What follows belongs to an exercise in optimizing a design on an open flow for small area and few clock cycles per item; a production flow would make more cautious choices.
In this exercise RTL edits were held to simulation tests only and were not proved equivalent to the original.
Power is estimated from default activity; no workload was simulated.

## run 1
==> flow/design.v (excerpt) <==
module k64_atomic (
    input  wire         clk,
    input  wire         rst,
    input  wire         in_valid,
    output wire         in_ready,
    input  wire [7:0]   in_aop,
    input  wire [3:0]   in_atype,
    input  wire [127:0] in_old,
    input  wire [127:0] in_operand,
    input  wire [127:0] in_compare,
    output reg          out_valid,
    input  wire         out_ready,
    output reg  [127:0] out_result,
    output reg          out_bad
);
    localparam A_ADD = 8'h00, A_AND = 8'h01, A_OR = 8'h02, A_XOR = 8'h03,
               A_MIN = 8'h04, A_MAX = 8'h05, A_SWAP = 8'h06, A_CAS = 8'h07,
               A_TALLY = 8'h10;
    localparam T_I32 = 4'h0, T_U32 = 4'h1, T_I64 = 4'h2, T_U64 = 4'h3,
               T_U128 = 4'h4, T_F32 = 4'h5, T_F64 = 4'h6;
    wire [127:0] v = in_old;
    wire [127:0] x = in_operand;
    wire [127:0] c = in_compare;
    wire op_int  = (in_aop <= A_SWAP);
    wire op_full = (in_aop <= A_CAS);
    wire op_flt  = (in_aop == A_ADD) || (in_aop == A_MIN) ||
                   (in_aop == A_MAX) || (in_aop == A_SWAP);
    reg  valid_pair;
    always @(*) begin
        case (in_atype)
            T_I32, T_U32:  valid_pair = op_int;
            T_I64:         valid_pair = op_full;
            T_U64:         valid_pair = op_full || (in_aop == A_TALLY);
            T_U128:        valid_pair = (in_aop == A_SWAP) || (in_aop == A_CAS);
            T_F32, T_F64:  valid_pair = op_flt;
            default:       valid_pair = 1'b0;
        endcase
    end
  ...
For scale: ~4000 cells after synthesis, ~530 I/O pins, roughly 25000 um2 of cells after synthesis.
==> flow/config.mk <==
export PLATFORM = sky130hd
export DESIGN_NAME = k64_atomic
export DESIGN_NICKNAME = k64_atomic
export VERILOG_FILES = /design/flow/design.v
export SDC_FILE = /design/flow/constraint.sdc
export NUM_CORES = 4
export LEC_CHECK = 0
export ABC_AREA = 1
export CAP_MARGIN = 20
export CORE_MARGIN = 2
export CORE_UTILIZATION = 36
export GPL_TIMING_DRIVEN = 0
export PLACE_DENSITY = 0.62
export SETUP_SLACK_MARGIN = 0.25
export SLEW_MARGIN = 20
==> flow/constraint.sdc <==
create_clock -name core_clock -period 30.0 [get_ports {clk}]
set_input_delay 6.0000 -clock core_clock [delete_from_list [all_inputs] [get_ports {clk}]]
set_output_delay 6.0000 -clock core_clock [all_outputs]
set_load 0.01 [all_outputs]
standard.sh (not shown) runs the stock make flow with config.mk's settings and CLKGATE_MAP_FILE= SYNTH_SCRIPT=/design/flow/synth_recipe.tcl, a recipe that flattens the netlist after the stock synthesis.
==> flow/flow/run.sh <==
#!/bin/bash
# The standard layout (standard.sh) with two changes:
#  1. after the standard synthesis, the combinational logic is re-mapped by
#     ABC with an area-oriented script (flow/area.abc); every register
#     instance of the standard synthesis is kept as it is (same names, same
#     cells), and the don't-use cells of the standard synthesis stay barred;
#  2. the port buffers use the smallest buffer cell (buf_1).
# Floorplan, power grid, placement, CTS and routing are the standard ones.
set -euo pipefail
HERE=$(pwd)
FLOWDIR=$HERE/flow
R=$HERE/orfs/results/$FLOW_PLATFORM/k64_atomic/base
L=$HERE/orfs/logs/$FLOW_PLATFORM/k64_atomic/base
LIB=$FLOW_HOME/platforms/$FLOW_PLATFORM/lib/sky130_fd_sc_hd__tt_025C_1v80.lib
YOSYS=$FLOW_HOME/../tools/install/yosys/bin/yosys
[[ -x $YOSYS ]] || YOSYS=yosys

export BUFFER_PORTS_ARGS="-buffer_cell sky130_fd_sc_hd__buf_1"

# 1. standard synthesis
bash standard.sh synth > standard_synth.log 2>&1
cp -p $R/1_2_yosys.v $HERE/standard_netlist.v

# 2. re-map the combinational logic
DU=$(grep -o -- "-dont_use [^ ]*" $L/1_2_yosys.log | sort -u | tr '\n' ' ')
KEEP=$(grep -oE "^ *sky130_fd_sc_hd__[a-z0-9_]+ " $HERE/standard_netlist.v | sort -u | \
       grep -E "__(e?df|sdf|dl|conb)" | tr -d ' ' | tr '\n' ' ')
printf 'set_driving_cell sky130_fd_sc_hd__buf_1\nset_load 3.9\n' > $HERE/abc.constr
{
  echo "read_liberty -ignore_miss_func $LIB"
  echo "read_verilog $HERE/standard_netlist.v"
  echo "hierarchy -top $FLOW_TOP"
  for c in $KEEP; do echo "setattr -mod -set keep_hierarchy 1 $c"; done
  echo "flatten"
  echo "opt_clean -purge"
  echo "abc -script $FLOWDIR/area.abc -liberty $LIB $DU -constr $HERE/abc.constr"
  echo "opt_clean -purge"
  echo "hilomap -singleton -hicell sky130_fd_sc_hd__conb_1 HI -locell sky130_fd_sc_hd__conb_1 LO"
  for c in $KEEP; do echo "blackbox $c"; done
  echo "splitnets"
  echo "opt_clean -purge"
  echo "tee -o $HERE/remap_stat.txt stat -liberty $LIB"
  echo "write_verilog -noattr -noexpr -nohex -nodec $HERE/remapped.v"
} > $HERE/remap.ys
$YOSYS -s $HERE/remap.ys > remap.log 2>&1

# the registers must be the standard synthesis's
diff <(grep -oE "^ *sky130_fd_sc_hd__(e?df|sdf|dl)[a-z0-9_]* +\S+" $HERE/standard_netlist.v | sed 's/_[0-9]* / /' | sort) \
     <(grep -oE "^ *sky130_fd_sc_hd__(e?df|sdf|dl)[a-z0-9_]* +\S+" $HERE/remapped.v | sed 's/_[0-9]* / /' | sort) > regs.diff

cp $HERE/remapped.v $R/1_2_yosys.v
rm -f $R/1_synth.odb $R/1_synth.sdc

# 3. the rest of the standard flow
bash standard.sh > standard.log 2>&1
Other scripts of this flow, unchanged in this note and not shown: flow/flow/area.abc
Testbench counts of run 1, summed over its fixed seeds: cycles 24,008, items 24,000.
Modified inputs, run 2 compared to run 1
# run 1
export LEC_CHECK = 0
export ABC_AREA = 1
export CAP_MARGIN = 20
export CORE_MARGIN = 2
export CORE_UTILIZATION = 36
export GPL_TIMING_DRIVEN = 0
export PLACE_DENSITY = 0.62
export SETUP_SLACK_MARGIN = 0.25
export SLEW_MARGIN = 20
create_clock -name core_clock -period 30.0 [get_ports {clk}]
# run 2
export LEC_CHECK = 0
export ABC_AREA = 1
export CAP_MARGIN = 10
export CORE_MARGIN = 2
export CORE_UTILIZATION = 40
export GPL_TIMING_DRIVEN = 0
export PLACE_DENSITY = 0.55
export SETUP_SLACK_MARGIN = 0.2
export SLEW_MARGIN = 10
create_clock -name core_clock -period 30.0 [get_ports {clk}]
==> comparison <==
- On run 2: hold slack is 0.0039 ns higher than what run 1 gave.
- sky130_fd_sc_hd__or4_1 as the cell type of the slowest stage on the worst timing path was reported by run 2, and sky130_fd_sc_hd__o21ai_0 by run 1.
- Per the comparison of run 2 with run 1, total non-filler cell area in the finished layout went down; total power draw climbed 8.8 uW.
- Finished, but not clean: run 2, with max-capacitance violations, max-slew violations.
For run 3, these inputs were changed with respect to run 2:
# run 2
export LEC_CHECK = 0
export ABC_AREA = 1
export CAP_MARGIN = 10
export CORE_MARGIN = 2
export CORE_UTILIZATION = 40
export GPL_TIMING_DRIVEN = 0
export PLACE_DENSITY = 0.55
export SETUP_SLACK_MARGIN = 0.2
export SLEW_MARGIN = 10
create_clock -name core_clock -period 30.0 [get_ports {clk}]
# run 3
export LEC_CHECK = 0
export ABC_AREA = 1
export CAP_MARGIN = 20
export CORE_MARGIN = 2
export CORE_UTILIZATION = 36
export GPL_TIMING_DRIVEN = 0
export PLACE_DENSITY = 0.62
export SETUP_SLACK_MARGIN = 0.5
export SLEW_MARGIN = 20
create_clock -name core_clock -period 30.0 [get_ports {clk}]
Findings:
Among run 2 and run 3, a clean, completed layout was produced by run 3 alone.
To summarise run 2: no stage aborted, but the layout did not pass its checks, failing on max-capacitance violations, max-slew violations.
Between run 2 and run 3, the via count figures differ only marginally.
Run 2 was smaller in final cell area than run 3.
Fraction of final layout cells with drive strength greater than 1 on run 3 is up relative to run 2.
Against run 2, minimum setup slack after placement in run 3 came out better.
Run 2 and run 3 ended up with roughly the same sequential share of layout area.
Floorplan check, run 3 vs run 2: die outline larger in run 3
Run 3 has setup slack above what run 2 had.
Run 2 and run 3 ended up with nearly the same share of power burned in combinational logic.
Compared with run 2, run 3 instantiates a larger number of standard cells.
### run 3 -> run 4
# run 3
export LEC_CHECK = 0
export ABC_AREA = 1
export CAP_MARGIN = 20
export CORE_MARGIN = 2
export CORE_UTILIZATION = 36
export GPL_TIMING_DRIVEN = 0
export PLACE_DENSITY = 0.62
export SETUP_SLACK_MARGIN = 0.5
export SLEW_MARGIN = 20
create_clock -name core_clock -period 30.0 [get_ports {clk}]
# run 4
export LEC_CHECK = 0
export CAP_MARGIN = 20
export CORE_MARGIN = 2
export CORE_UTILIZATION = 55
export GPL_TIMING_DRIVEN = 0
export PLACE_DENSITY = 0.65
export SETUP_SLACK_MARGIN = 0.2
export SLEW_MARGIN = 20
create_clock -name core_clock -period 30.0 [get_ports {clk}]
Notes after the runs:
Every run in run 3 and run 4 closed cleanly, with the single exception of run 4.
Comparing run 3 and run 4, number of nets in the synthesized netlist is higher on run 4.
Diff run 3 -> run 4: die span in x fell 17%, synthesized area grew by 3.9%, number of buffers created by CTS has remained practically unchanged.
Summary of run 4 over run 3: placement-stage cell area went up by about 2.3%; post-synthesis instance total increased 181; chip height fell by 17%.
Higher setup slack after placement among run 3 and run 4: run 4
Run 4: effective utilization at floorplan 19 points above run 3
Reported for run 3 and run 4, largest buffer count on any clock path turned out identical to the last digit.
Run 4 gives more post-DP HPWL than run 3 did.

==> static timing again, ports no longer ideal <==
In the flow no input, the clock included, has a driving cell. The finished layouts below were timed again as built, in two steps.
Step 1, drivers: a clkbuf_16 drives clk and a buf_2 each remaining input, both assumed.
Step 2 moves the port delays by t, midway between the first and last clock arrival at a register: inputs arrive t later, outputs are due t later. That takes back most of the time a late clock gives input paths.
a / b / c = ideal ports / drivers / drivers and shift; a / b = the first two.
run	t, ns	setup WS [ns]	slew at the worst register clock pin (ns)	worst data-port slew with drivers (ns)	pins driven straight from the clock port
run 1	0.548	1.004 / 1.042 / 0.494	0.09 / 0.09	0.19	1
run 2	0.554	1.004 / 0.970 / 0.416	0.09 / 0.09	0.16	1
run 3	0.544	1.099 / 1.134 / 0.590	0.09 / 0.09	0.19	1
The setup slack of run 2, which loses most, moves by -0.034 ns with the drivers and by -0.588 ns with both steps.
